This is an optimization exercise on Yosys and OpenROAD, whose aim is small area and a short achievable clock period, not a production implementation. Function was checked by simulation only, so behaviour that the tests miss may differ from the original. The clock input has no modelled driver; a real chip could not lean on it and would need a root buffer or a full tree. Power and IR drop assume default switching activity.

==> build 12: inputs <==
## rerok_rx
module rerok_rx (
    input  wire        clk,
    input  wire        rst,           
    input  wire        from_board,    
    input  wire        sym_valid,
    input  wire [9:0]  sym,
    output reg         word_valid,
    output wire [5:0]  word_index,
    output wire [31:0] word_data,
    output reg         frame_done,
    output reg  [2:0]  frame_reason,
    output wire [7:0]  frame_type,
    output wire [15:0] frame_seq,
    output wire [7:0]  frame_len
);
    localparam [2:0] R_OK    = 3'd0;
    localparam [2:0] R_CODE  = 3'd1;
    localparam [2:0] R_TYPE  = 3'd2;
    localparam [2:0] R_LEN   = 3'd3;
    localparam [2:0] R_CRC   = 3'd4;
    localparam [2:0] R_FIELD = 3'd5;
    localparam [2:0] S_HUNT  = 3'b000;    
    localparam [2:0] S_COMMA = 3'b001;    
    localparam [2:0] S_HDR   = 3'b100;    
    localparam [2:0] S_PAY   = 3'b101;
    localparam [2:0] S_CRC   = 3'b110;
    localparam [31:0] CRC_RESIDUE = 32'hDEBB20E3;
    function [31:0] crc_byte;
        input [31:0] crc;
        input [7:0]  d;
        integer      k;
        reg   [31:0] c;
        begin
            c = crc;
  ...
==> flow/config.mk <==
export PLATFORM = sky130hd
export DESIGN_NAME = rerok_rx
export DESIGN_NICKNAME = rerok_rx
export VERILOG_FILES = /design/flow/design.v
export SDC_FILE = /design/flow/constraint.sdc
export NUM_CORES = 4
export LEC_CHECK = 0
export CAP_MARGIN = 20
export CORE_AREA = 2.3 2.72 101.66 100.64
export DIE_AREA = 0 0 104.1 104.1
export PLACE_DENSITY = 0.85
export SLEW_MARGIN = 20
==> flow/constraint.sdc <==
create_clock -name core_clock -period 10.0 [get_ports {clk}]
set_input_delay 2.0000 -clock core_clock [delete_from_list [all_inputs] [get_ports {clk}]]
set_output_delay 2.0000 -clock core_clock [all_outputs]
set_load 0.01 [all_outputs]
standard.sh (not shown) runs the stock make flow with config.mk's settings and CLKGATE_MAP_FILE= SYNTH_SCRIPT=/design/flow/synth_recipe.tcl, a recipe that flattens the netlist after the stock synthesis.
==> flow/flow/run.sh <==
#!/bin/bash
# Standard layout with these changes:
# - synthesis: the standard flow's synthesis script, with an area-oriented ABC mapping script
#   (flow/abc_area.script) in place of ORFS's abc_speed.script; everything else
#   (registers, -nofsm -noshare, flattening, renaming) is the standard flow's own;
# - plain buf_2 cells as the port buffers;
# - between placement and routing, flow/post_place.tcl (output isolation, a
#   shallow clock distribution and setup repair) in place of TritonCTS.
# Each tool's output goes to a log of its own here (synth.log, place.log,
# post_place.log, finish.log) besides ORFS's own logs under orfs/logs.
set -euo pipefail
RES=$PWD/orfs/results/sky130hd/rerok_rx/base
# ORFS's scripts folder, with the ABC script replaced, for the synthesis step only
rm -rf scripts
cp -r "$FLOW_HOME/scripts" scripts
cp flow/abc_area.script scripts/abc_speed.script
bash standard.sh SCRIPTS_DIR=$PWD/scripts synth > synth.log 2>&1
export BUFFER_PORTS_ARGS="-buffer_cell sky130_fd_sc_hd__buf_2"
bash standard.sh place > place.log 2>&1
RES=$RES RT_MARGIN=7.38 ISO_MIN=2 NROOT=4 NLEAF=4 LEAF=inv_16 ROOT=inv_8 \
  openroad -no_init -exit flow/post_place.tcl > post_place.log 2>&1
bash standard.sh finish > finish.log 2>&1
==> flow/flow/abc_area.script <==
&get -n
&st
&syn2
&dch
&nf -a
&put
==> flow/flow/post_place.tcl <==
# Runs between placement and routing, in place of TritonCTS.
#
# 1. Output isolation: where the register behind an output port's buffer also
#    drives ISO_MIN or more other pins, those pins get a buf_1 of their own, so
#    that the register drives little more than the port buffer.
# 3. Setup repair (resizing and buffering) aimed at a period of 10 ns less
#    RT_MARGIN, where RT_MARGIN is above 0.
set plat $::env(FLOW_HOME)/platforms/sky130hd
set res $::env(RES)
read_lef $plat/lef/sky130_fd_sc_hd.tlef
read_lef $plat/lef/sky130_fd_sc_hd_merged.lef
read_liberty $plat/lib/sky130_fd_sc_hd__tt_025C_1v80.lib
read_db $res/3_place.odb
read_sdc $res/3_place.sdc
source $plat/setRC.tcl

set block [ord::get_db_block]

# --- output isolation
set iso_min $::env(ISO_MIN)
set n 0
foreach bt [$block getBTerms] {
  if {[$bt getIoType] ne "OUTPUT"} { continue }
  set buf ""
  foreach it [[$bt getNet] getITerms] {
    if {[$it isOutputSignal]} { set buf [$it getInst] }
  }
  if {$buf eq ""} { continue }
  set inet [[$buf findITerm A] getNet]
  set others {}
  foreach it [$inet getITerms] {
    if {[$it isInputSignal] && [$it getInst] ne $buf} {
      lappend others [sta::find_pin "[[$it getInst] getName]/[[$it getMTerm] getName]"]
    }
  }
  if {[llength $others] >= $iso_min} {
    insert_buffer -buffer_cell sky130_fd_sc_hd__buf_1 -net [sta::find_net [$inet getName]] -load_pins $others
    incr n
  }
}
puts "output isolation buffers: $n"

# --- clock distribution
set clknet [$block findNet clk]
$clknet setSigType CLOCK
set nroot $::env(NROOT)
set nleaf $::env(NLEAF)
set leafm [[ord::get_db] findMaster sky130_fd_sc_hd__$::env(LEAF)]
set rootm [[ord::get_db] findMaster sky130_fd_sc_hd__$::env(ROOT)]

proc bisect {pts n axis} {
  if {$n <= 1} { return [list $pts] }
  set pts [lsort -integer -index $axis $pts]
  set h [expr {[llength $pts] / 2}]
  return [concat [bisect [lrange $pts 0 [expr {$h - 1}]] [expr {$n / 2}] [expr {1 - $axis}]] \
                 [bisect [lrange $pts $h end] [expr {$n / 2}] [expr {1 - $axis}]]]
}

proc outterm {inst} {
  set t [$inst findITerm X]
  if {$t eq "NULL"} { set t [$inst findITerm Y] }
  return $t
}

proc drive {name master grp innet} {
  set block [ord::get_db_block]
  set inst [odb::dbInst_create $block $master $name]
  set net [odb::dbNet_create $block ${name}_net]
  $net setSigType CLOCK
  set sx 0
  set sy 0
  foreach e $grp {
    lassign $e x y term
    $term disconnect
    $term connect $net
    incr sx $x
    incr sy $y
  }
  [$inst findITerm A] connect $innet
  [outterm $inst] connect $net
  set cx [expr {$sx / [llength $grp]}]
  set cy [expr {$sy / [llength $grp]}]
  $inst setLocation $cx $cy
  $inst setPlacementStatus PLACED
  return [list $cx $cy [$inst findITerm A]]
}

set pts {}
foreach it [$clknet getITerms] {
  set bb [[$it getInst] getBBox]
  lappend pts [list [expr {([$bb xMin] + [$bb xMax]) / 2}] [expr {([$bb yMin] + [$bb yMax]) / 2}] $it]
}
puts "clock sinks: [llength $pts]"
set leaves {}
set g 0
foreach grp [bisect $pts $nleaf 0] {
  lappend leaves [drive clkleaf_$g $leafm $grp $clknet]
  incr g
}
if {$nroot > 0} {
  set g 0
  foreach grp [bisect $leaves $nroot 0] {
    drive clkroot_$g $rootm $grp $clknet
    incr g
  }
}

detailed_placement
set_propagated_clock [all_clocks]
estimate_parasitics -placement

# 3. Setup repair aimed at a period of 10 ns less RT_MARGIN.
if {$::env(RT_MARGIN) > 0} {
  repair_timing -setup -setup_margin $::env(RT_MARGIN)
  detailed_placement
  estimate_parasitics -placement
}
check_placement -verbose
report_clock_latency
set w 0
foreach pin [all_registers -clock_pins] {
  foreach e {rise fall} { set w [expr {max($w, [get_property $pin slew_max_$e])}] }
}
puts "estimated worst clock pin slew: $w"
report_checks -path_delay max -format end -group_path_count 10
report_checks -path_delay max -fields {fanout cap slew}
write_db $res/4_1_cts.odb
write_sdc -no_timestamp $res/4_cts.sdc
==> build 46: changes against build 12 <==
==> flow/flow/run.sh (replaced) <==
#!/bin/bash
# Standard layout with these changes: plain buf_2 cells as the port buffers, and
# between placement and routing flow/post_place.tcl (output isolation and a
# shallow clock distribution) in place of TritonCTS.
set -euo pipefail
export BUFFER_PORTS_ARGS="-buffer_cell sky130_fd_sc_hd__buf_2"
RES=$PWD/orfs/results/sky130hd/rerok_rx/base
bash standard.sh place > place.log 2>&1
RES=$RES ISO_MIN=2 NROOT=4 NLEAF=4 LEAF=inv_16 ROOT=inv_8 \
  openroad -no_init -exit flow/post_place.tcl > post_place.log 2>&1
bash standard.sh finish > finish.log 2>&1
--- a/flow/flow/post_place.tcl
+++ b/flow/flow/post_place.tcl
@@ -5,4 +5,2 @@
 #    that the register drives little more than the port buffer.
-# 3. Setup repair (resizing and buffering) aimed at a period of 10 ns less
-#    RT_MARGIN, where RT_MARGIN is above 0.
 set plat $::env(FLOW_HOME)/platforms/sky130hd
@@ -108,12 +106,5 @@
 detailed_placement
+check_placement -verbose
 set_propagated_clock [all_clocks]
 estimate_parasitics -placement
-
-# 3. Setup repair aimed at a period of 10 ns less RT_MARGIN.
-if {$::env(RT_MARGIN) > 0} {
-  repair_timing -setup -setup_margin $::env(RT_MARGIN)
-  detailed_placement
-  estimate_parasitics -placement
-}
-check_placement -verbose
 report_clock_latency
CORE_AREA = 2.3 2.72 113.62 111.52   (was 2.3 2.72 101.66 100.64)
DIE_AREA = 0 0 116.045 116.045   (was 0 0 104.1 104.1)
PLACE_DENSITY = 0.8   (was 0.85)
removed: flow/flow/abc_area.script
==> build 33: changes against build 12 <==
--- a/flow/flow/run.sh
+++ b/flow/flow/run.sh
@@ -19,3 +19,3 @@
 bash standard.sh place > place.log 2>&1
-RES=$RES RT_MARGIN=7.38 ISO_MIN=2 NROOT=4 NLEAF=4 LEAF=inv_16 ROOT=inv_8 \
+RES=$RES RT_MARGIN=7.38 ISO_MIN=1 OUTBUF_NEAR=1 NROOT=4 NLEAF=4 LEAF=inv_16 ROOT=inv_8 \
   openroad -no_init -exit flow/post_place.tcl > post_place.log 2>&1
--- a/flow/flow/post_place.tcl
+++ b/flow/flow/post_place.tcl
@@ -4,3 +4,4 @@
 #    drives ISO_MIN or more other pins, those pins get a buf_1 of their own, so
-#    that the register drives little more than the port buffer.
+#    that the register drives little more than the port buffer. With
+#    OUTBUF_NEAR 1 the port buffer is moved next to that register.
 # 3. Setup repair (resizing and buffering) aimed at a period of 10 ns less
@@ -35,5 +36,27 @@
   }
+  set loc {}
+  foreach it [$inet getITerms] {
+    if {[$it isOutputSignal]} {
+      set bb [[$it getInst] getBBox]
+      set dbu [[ord::get_db_block] getDbUnitsPerMicron]
+      set loc [list [expr {double([$bb xMin]) / $dbu}] [expr {double([$bb yMin]) / $dbu}]]
+    }
+  }
   if {[llength $others] >= $iso_min} {
-    insert_buffer -buffer_cell sky130_fd_sc_hd__buf_1 -net [sta::find_net [$inet getName]] -load_pins $others
+    if {$::env(OUTBUF_NEAR) && $loc ne {}} {
+      insert_buffer -buffer_cell sky130_fd_sc_hd__buf_1 -net [sta::find_net [$inet getName]] -load_pins $others -location $loc
+    } else {
+      insert_buffer -buffer_cell sky130_fd_sc_hd__buf_1 -net [sta::find_net [$inet getName]] -load_pins $others
+    }
     incr n
+  }
+  # The port buffer goes next to the register that drives it, so that the
+  # register sees a short wire and the buffer drives the wire to the pin.
+  if {$::env(OUTBUF_NEAR) && [[[$buf findITerm A] getNet] getITerms] ne ""} {
+    foreach it [$inet getITerms] {
+      if {[$it isOutputSignal]} {
+        set bb [[$it getInst] getBBox]
+        $buf setLocation [$bb xMin] [$bb yMin]
+      }
+    }
   }
CORE_AREA = 2.3 2.72 105.8 106.08   (was 2.3 2.72 101.66 100.64)
DIE_AREA = 0 0 108.1 108.1   (was 0 0 104.1 104.1)
PLACE_DENSITY = 0.8   (was 0.85)
==> notes <==
In build 33 the sequential power is smaller than in build 46, by about 1%.
The highest first-iteration DRC count belongs to build 33, the lowest to build 12.
In build 46 the sequential share of layout area is lower than in build 12, by 1.8 points.
Between build 46 and build 12, the lower die area is in build 12 (gap about 24%, measured against build 12).
Clock power is about the same in build 33 and build 46.
Core utilization, lowest first: build 46, build 33, build 12.
Via count, lowest first: build 46, build 12, build 33.
The highest register-to-register slack belongs to build 33, the lowest to build 46.
In sequential cell count, build 33 and build 12 do not differ.
No run of this note takes its clock network from TritonCTS; it comes from the design's own scripts or RTL.

## static timing again, ports no longer ideal
Ports are ideal in the flow. The routed layouts listed here were re-timed in OpenROAD.
Step 1: set_driving_cell puts a clkbuf_16 on clk and a buf_2 on each other input, an assumption about the parent block.
Step 2 moves the port delays by t, midway between the first and last clock arrival at a register: inputs arrive t later, outputs are due t later. That takes back most of the time a late clock gives input paths.
Slacks: ideal ports / drivers / drivers and shift; pairs: ideal ports / drivers.
run | t (ns) | setup slack, ns | cell pins on the clock port's net
build 12 | 0.249 | 7.256 / 7.129 / 7.275 | 4
build 46 | 0.250 | 7.149 / 7.120 / 7.149 | 4
build 33 | 0.253 | 7.254 / 7.127 / 7.339 | 4
After both steps setup and hold are still met in every run listed.
